This is an optimization exercise on Yosys and OpenROAD, whose aim is small area, a short achievable clock period and few clock cycles, not a production implementation. The RTL was checked by simulation tests, not by an equivalence proof against the original design. Power figures rest on the tool's default switching activity, not on a simulated workload.

===== run.sh =====
#!/bin/bash
# synth_recipe.tcl (not shown) runs the flow's synth.tcl, then flattens the netlist and writes it again
# the make line also repeats each setting of config.mk as NAME=value (left out here)
make -C /OpenROAD-flow-scripts/flow DESIGN_CONFIG=/design/flow/config.mk WORK_HOME=/design/flow/orfs CLKGATE_MAP_FILE= SYNTH_SCRIPT=/design/flow/synth_recipe.tcl finish

===== config.mk =====
export PLATFORM = sky130hd
export DESIGN_NAME = sched_queue
export DESIGN_NICKNAME = sched_queue
export VERILOG_FILES = /design/flow/design.v
export SDC_FILE = /design/flow/constraint.sdc
export NUM_CORES = 4
export LEC_CHECK = 0
export CAP_MARGIN = 20
export CORE_MARGIN = 2
export CORE_UTILIZATION = 40
export SLEW_MARGIN = 20

===== constraint.sdc =====
create_clock -name core_clock -period 52.0 [get_ports {clk}]
set_input_delay 10.4000 -clock core_clock [delete_from_list [all_inputs] [get_ports {clk}]]
set_output_delay 10.4000 -clock core_clock [all_outputs]
set_load 0.01 [all_outputs]

===== design.v =====
module sched_queue (
    input  wire        clk,
    input  wire        rst,
    input  wire        tick,
    input  wire        step_valid,
    input  wire [63:0] step_ht,
    input  wire        cmd_valid,
    input  wire [63:0] cmd_at,
    input  wire [3:0]  cmd_class,
    input  wire        cmd_strict,
    input  wire [19:0] cmd_lead,
    input  wire [7:0]  cmd_tag,
    output wire        ready,
    output wire [63:0] ht_now,
    output reg         rsp_valid,
    output reg  [2:0]  rsp_status,
    output reg  [7:0]  rsp_tag,
    output reg         rsp_high,
    output wire        ex_valid,
    output wire [7:0]  ex_tag,
    output wire        ex_late
);
    localparam N  = 8;
    localparam EW = 63;                  
    localparam [2:0] ST_QUEUED    = 3'd0;
    localparam [2:0] ST_BUSY      = 3'd1;
    localparam [2:0] ST_BAD_PARAM = 3'd2;
    localparam [2:0] ST_LATE      = 3'd3;
    localparam [2:0] ST_NOW       = 3'd4;
    reg [EW-1:0] ht;
    reg          armed;
    reg [N-1:0]  v;
    reg [EW-1:0] e_tick  [0:N-1];
    reg [3:0]    e_class [0:N-1];
    reg          e_late  [0:N-1];
    reg [7:0]    e_tag   [0:N-1];
    reg [N-1:0]  p [0:N-1];
    reg [N-1:0]  q [0:N-1];
    integer a, b;
    reg [N-1:0]  head;
    reg [EW-1:0] head_e;
    reg [7:0]    head_tag;
    reg          head_late;
    reg          other_eq;
    reg          prec;
    always @(*) begin
        for (a = 0; a < N; a = a + 1) begin
            head[a] = v[a];
            for (b = 0; b < N; b = b + 1) begin
                if (b != a) begin
                    prec = (b < a) ? p[b][a] : !p[a][b];
                    if (v[b] && prec) head[a] = 1'b0;
                end
            end
        end
        head_e    = {EW{1'b0}};
        head_tag  = 8'd0;
        head_late = 1'b0;
        for (a = 0; a < N; a = a + 1) begin
            head_e    = head_e    | ({EW{head[a]}} & e_tick[a]);
            head_tag  = head_tag  | ({8{head[a]}}  & e_tag[a]);
            head_late = head_late | (head[a] & e_late[a]);
        end
        other_eq = 1'b0;
        for (a = 0; a < N; a = a + 1)
            for (b = a + 1; b < N; b = b + 1)
                if (q[a][b] && v[a] && v[b] && (head[a] || head[b]))
                    other_eq = 1'b1;
    end
    wire head_eq = (head_e == ht);
    wire head_lt = (head_e <  ht);
    wire head_due = (|v) && (head_eq || head_lt);
    wire two_plus = |(v & (v - 1'b1));
    assign ex_valid = head_due;
    assign ex_tag   = head_tag;
    assign ex_late  = head_late || head_lt;
    assign ready    = !(head_due && (other_eq || (head_lt && two_plus)));
    assign ht_now   = {1'b0, ht};
    wire [EW-1:0] earliest = ht + {{(EW-20){1'b0}}, cmd_lead};
    wire [EW-1:0] limit    = ht + {{(EW-43){1'b0}}, 1'b1, 42'd0};
    wire          too_far  = cmd_at[63] || (cmd_at[EW-1:0] > limit);
    wire          is_late  = !cmd_at[63] && (cmd_at[EW-1:0] < earliest);
    wire          bad_cls  = (cmd_class == 4'd0) || (cmd_class > 4'd10);
    wire          at_zero  = (cmd_at == 64'd0);
    wire [N-1:0]  popping  = head & {N{head_due}};
    wire [N-1:0]  v_left   = v & ~popping;
    wire          full     = &v_left;
    reg [2:0] status;
    always @(*) begin
        if (at_zero)                     status = ST_NOW;
        else if (bad_cls || too_far)     status = ST_BAD_PARAM;
        else if (is_late && cmd_strict)  status = ST_LATE;
        else if (full)                   status = ST_BUSY;
        else                             status = ST_QUEUED;
    end
    wire take_op = ready;
    wire insert  = take_op && cmd_valid && (status == ST_QUEUED);
    wire [EW-1:0] new_e = is_late ? earliest : cmd_at[EW-1:0];
    reg [3:0] occ;
    always @(*) begin
        occ = 4'd0;
        for (a = 0; a < N; a = a + 1)
            occ = occ + {3'd0, v_left[a]};
    end
    wire armed_now = armed || (occ < 4'd6);
    wire high      = insert && armed_now && (occ == 4'd6);
    reg [N-1:0] slot;
    reg         found;
    always @(*) begin
        slot  = {N{1'b0}};
        found = 1'b0;
        for (a = 0; a < N; a = a + 1)
            if (!v_left[a] && !found) begin
                slot[a] = 1'b1;
                found   = 1'b1;
            end
    end
    reg [N-1:0] new_first;
    reg [N-1:0] new_same;
    always @(*) begin
        for (a = 0; a < N; a = a + 1) begin
            new_same[a]  = (new_e == e_tick[a]);
            new_first[a] = (new_e < e_tick[a]) ||
                           (new_same[a] && (cmd_class < e_class[a]));
        end
    end
    always @(posedge clk) begin
        if (rst) begin
            ht        <= {EW{1'b0}};
            v         <= {N{1'b0}};
            armed     <= 1'b1;
            rsp_valid <= 1'b0;
        end else begin
            armed     <= armed_now && !high;
            rsp_valid <= take_op && cmd_valid;
            v         <= v_left | (slot & {N{insert}});
            if (take_op) begin
                if (step_valid)
                    ht <= step_ht[EW-1:0];
                else if (tick)
                    ht <= ht + 1'b1;
            end
        end
    end
    always @(posedge clk) begin
        rsp_status <= status;
        rsp_tag    <= cmd_tag;
        rsp_high   <= high;
    end
    always @(posedge clk) begin
        for (a = 0; a < N; a = a + 1) begin
            if (slot[a]) begin
                e_tick[a]  <= new_e;
                e_class[a] <= cmd_class;
                e_late[a]  <= is_late;
                e_tag[a]   <= cmd_tag;
            end
        end
        for (a = 0; a < N; a = a + 1)
            for (b = a + 1; b < N; b = b + 1) begin
                if (slot[a]) begin
                    p[a][b] <= new_first[b];
                    q[a][b] <= new_same[b];
                end else if (slot[b]) begin
                    p[a][b] <= !new_first[a];
                    q[a][b] <= new_same[a];
                end
            end
    end
endmodule

==> flow_summary.toml <==
[placement]
post-dp-hpwl_mm = 143
place_ws_ns = 29.82
post_dp_cell_area_sq_mm = 0.0547
routabilityCongestion = 1.01
port_buffers = 251

[clock_tree]
clk_latency_ns = 0.68
post_cts_buffers = 0
cts-root-buf = "clkbuf_16"
cts.hold.buffers_added = 0
clock-sinks = 749
cts_buffers = 89
cts_tree = "built"
h-tree-depth = 3
cts_resized = 0
clkSlewWorstSetupHoldPaths_ns = 0.06
clk_path_buf_depth = 3

[grt]
gr-total-overflow = 0
grt_max_degree = 95
grt_pass1_vias = 40700
grt_antenna_before_repair = 6
grt_pass1_wl_mm = 278
grtUsageTotal = 0.297

[route]
antenna_left = 0
viasPerCell = 6.07
drt-initial-drc-count = 5123
via_count = 42100
drc = 0
dr.pass1.iters = 6
wl_per_cell_um = 27.8
wl_mm = 193

[floorplanning]
start_util = 0.403
die-area_sq_mm = 0.127
io_pins = 254
die_x_um = 357
die_h_um = 357
coreArea_sq_mm = 0.124
rows = 129

[sta]
clock.fmax_mhz = 46.0
setup_viol = 0
setup_tns_ns = 0
post-route-period-util = 0.418
worst_slew_pin_slew_ns = 1.13
period_needed_ns = 21.76
rsz0062_at_grt = "false"
fin_skew_ns = 0.0363
slew_headroom = 0.242
slew_violations = 0
setup_slack_ns = 30.24
hold_violations = 0

[synthesis]
synth_nets = 5820
syn_area_sq_mm = 0.0498
yosys-top-cells-area = "edfxtp_1 (40%), ha_1 (19%), inv_1 (4.9%), a22oi_1 (3.8%), dfxtp_1 (3.4%)"
yosysTopAreaCell = "edfxtp_1"
ys_types = 99
netlist_instances = 4905
synth_top_area_frac = 0.400
synth-seq-area-share = 0.435
synth_edf_count = 664
ys.flop_type = "edfxtp_1"
postSynthAreaPerCell_sq_um = 10.2
ys_ff_latch = 749
yosys_warnings = 7
async_flop_share = 0

[setup_path]
r2r_start = "ht[0]"
reg2regPathDepth = 35
slowest_delay_ns = 0.83
ff2ff_setup_slack_ns = 39.87
critPathCaptureType = "flop"
crit_slowest_cell = "a2111oi_1"
cp_max_fo = 94
path_class = "in -> reg"
r2r_end = "p[1][5]"
cp-start-kind = "input port"
worstPathRequired_ns = 52.50
arrival_ns = 22.26

[finish]
num-nets-final = 6128
final_area_sq_mm = 0.0576
drive_gt1_frac = 0.0600
final_common_cell = "ha_1"
final_cell_mix = "ha_1 (743), edfxtp_1 (664), inv_1 (638), a21oi_1 (289), nand2_1 (277)"
fillers = 11600
syn_to_final_growth_pct = 15.7

[power]
p_leak_nw = 23.9
p_per_area_mw_per_mm2 = 28.4
p_clk_frac = 0.385
p_sw_mw = 0.469
p_int_mw = 1.16
pwr-share-comb = 0.189
seqPwrFrac = 0.426
swShare = 0.287
ir_drop_mv = 0.0233

[min_path]
hold_start = "armed"
hold_depth = 2
whs_endpoint = "armed"
hold_path_class = "reg -> reg"

[run_status]
status = "timing/DRC/antenna clean"

[flow_run]
maxCapViolCount = 0
-- layout make-up --
type | count | area [sq um] | share of cell area
Tap cell | 1637 | 2050 | 0.0355
Timing Repair Buffer | 373 | 3420 | 0.0593
Inverter | 649 | 2450 | 0.0426
Sequential cell | 749 | 21600 | 0.376
Antenna cell | 7 | 17.5 | 0.000304
Clock inverter | 48 | 472 | 0.00819
Multi-Input combinational cell | 3351 | 25200 | 0.437
Clock buffer | 109 | 2370 | 0.0412
-- worst max path at each step --
stage,start,end,slack [ns],depth (start not counted)
finish,cmd_lead[0],p[1][5],30.24,36
global route,cmd_lead[0],p[2][7],29.79,36
CTS,cmd_lead[0],p[2][5],30.48,36
detailed placement,cmd_lead[0],p[2][5],29.82,36
global placement,cmd_lead[0],p[2][7],29.60,36
floorplan,cmd_lead[0],p[2][6],34.05,33
-- per-stage QoR --
step                hold WS, ns  utilization  total power, mW  std cells
CTS                       0.521        0.466             1.63       6916
detailed placement        0.508        0.443             1.01       6759
global placement          0.495        0.443             1.00       6759
floorplan                 0.427            -            0.880       4905
finish                    0.531        0.466             1.63       6923
global route              0.591        0.466             1.70       6920
-- cells by family (layout without fill, tap and decap cells) --
kind of cell / after synthesis / in the layout / synth area share
buffers and inverters: 805 / 1179 / 0.0615
multiplexers: 7 / 7 / 0.00146
AO/OA/AOI/OAI: 1368 / 1368 / 0.182
other: 1 / 8 / 0.0000753
adder cells (fa/ha/maj): 749 / 749 / 0.189
XOR/XNOR: 80 / 80 / 0.0141
AND/OR/NAND/NOR: 1146 / 1146 / 0.117
flip-flops: 749 / 749 / 0.435
-- worst max-delay path, delay by kind of cell --
family	cells	cell delay, ns
AND/OR/NAND/NOR	11	3.26
AO/OA/AOI/OAI	15	5.04
XOR/XNOR	1	0.21
buffers and inverters	5	1.94
adder cells (fa/ha/maj)	4	1.24
-- cells in the mapped netlist, types with 13 or more instances --
cell type  number
a211oi_1       41
a21o_1        149
a21oi_1       289
a221oi_1       44
a22oi_1       249
a31oi_1        22
and3_1         26
and4_1         19
buf_1          15
buf_2          19
clkbuf_1      117
dfxtp_1        85
edfxtp_1      664
ha_1          744
inv_1         645
nand2_1       277
nand2b_1       31
nand3_1       134
nand4_1       203
nor2_1        184
nor2b_1        44
nor3_1         98
nor4_1         56
o2111ai_1      14
o211ai_1       52
o21a_1         32
o21ai_0       294
o21ai_1        28
o21bai_1       13
o22ai_1        22
o31ai_1        13
o32ai_1        15
or3_1          24
xnor2_1        69
-- state kept, by name, summed over array words and instances, names as in the netlist --
register    cells
armed           1
e_class        32
e_late          8
e_tag          64
e_tick        504
ht             63
p              28
q              28
rsp_high        1
rsp_status      3
rsp_tag         8
rsp_valid       1
v               8
-- power by group through the flow --
stage	Sequential, mW	Combinational (mW)	Clock, mW
global placement	0.708	0.294	0
detailed placement	0.709	0.300	0
finish	0.697	0.308	0.629
floorplan	0.704	0.176	0
CTS	0.696	0.303	0.635
global route	0.698	0.340	0.658
-- routing by layer --
layer | up-vias | wire length, um | track usage | part of all wire
li1 | 19100 | - | - | -
met1 | 20200 | 78700 | 0.397 | 0.41
met2 | 2236 | 83500 | 0.454 | 0.43
met3 | 447 | 18100 | 0.0483 | 0.094
met4 | 2 | 12500 | 0.177 | 0.065
met5 | - | 17 | 0 | 0.000088
Testbench counts, summed over its fixed seeds: cycles 26,092.

## static timing again, ports no longer ideal
The flow's constraints put no driver on any port. The routed layout listed below was extracted and timed again, unchanged, in two steps. Step 1 sets driving cells, clkbuf_16 on the clock port and buf_2 on the other inputs (assumed; they add their load-dependent delay and slew). Step 2 also shifts input and output timing later by t, the mid clock arrival at the registers, as if the neighbouring blocks saw the same clock. Slacks: ideal / step 1 / step 2; pairs: ideal / step 1.
t (ns): 0.744
setup WS [ns]: 30.239 / 30.284 / 29.539
latest minus earliest clock arrival (ns): 0.036 / 0.037
slew at the worst register clock pin (ns): 0.07 / 0.07
worst slew at a driven data input, ns: 0.13
After both steps setup and hold are still met in this run. The setup slack of this run moves by +0.045 ns with the drivers and by -0.700 ns with both steps.
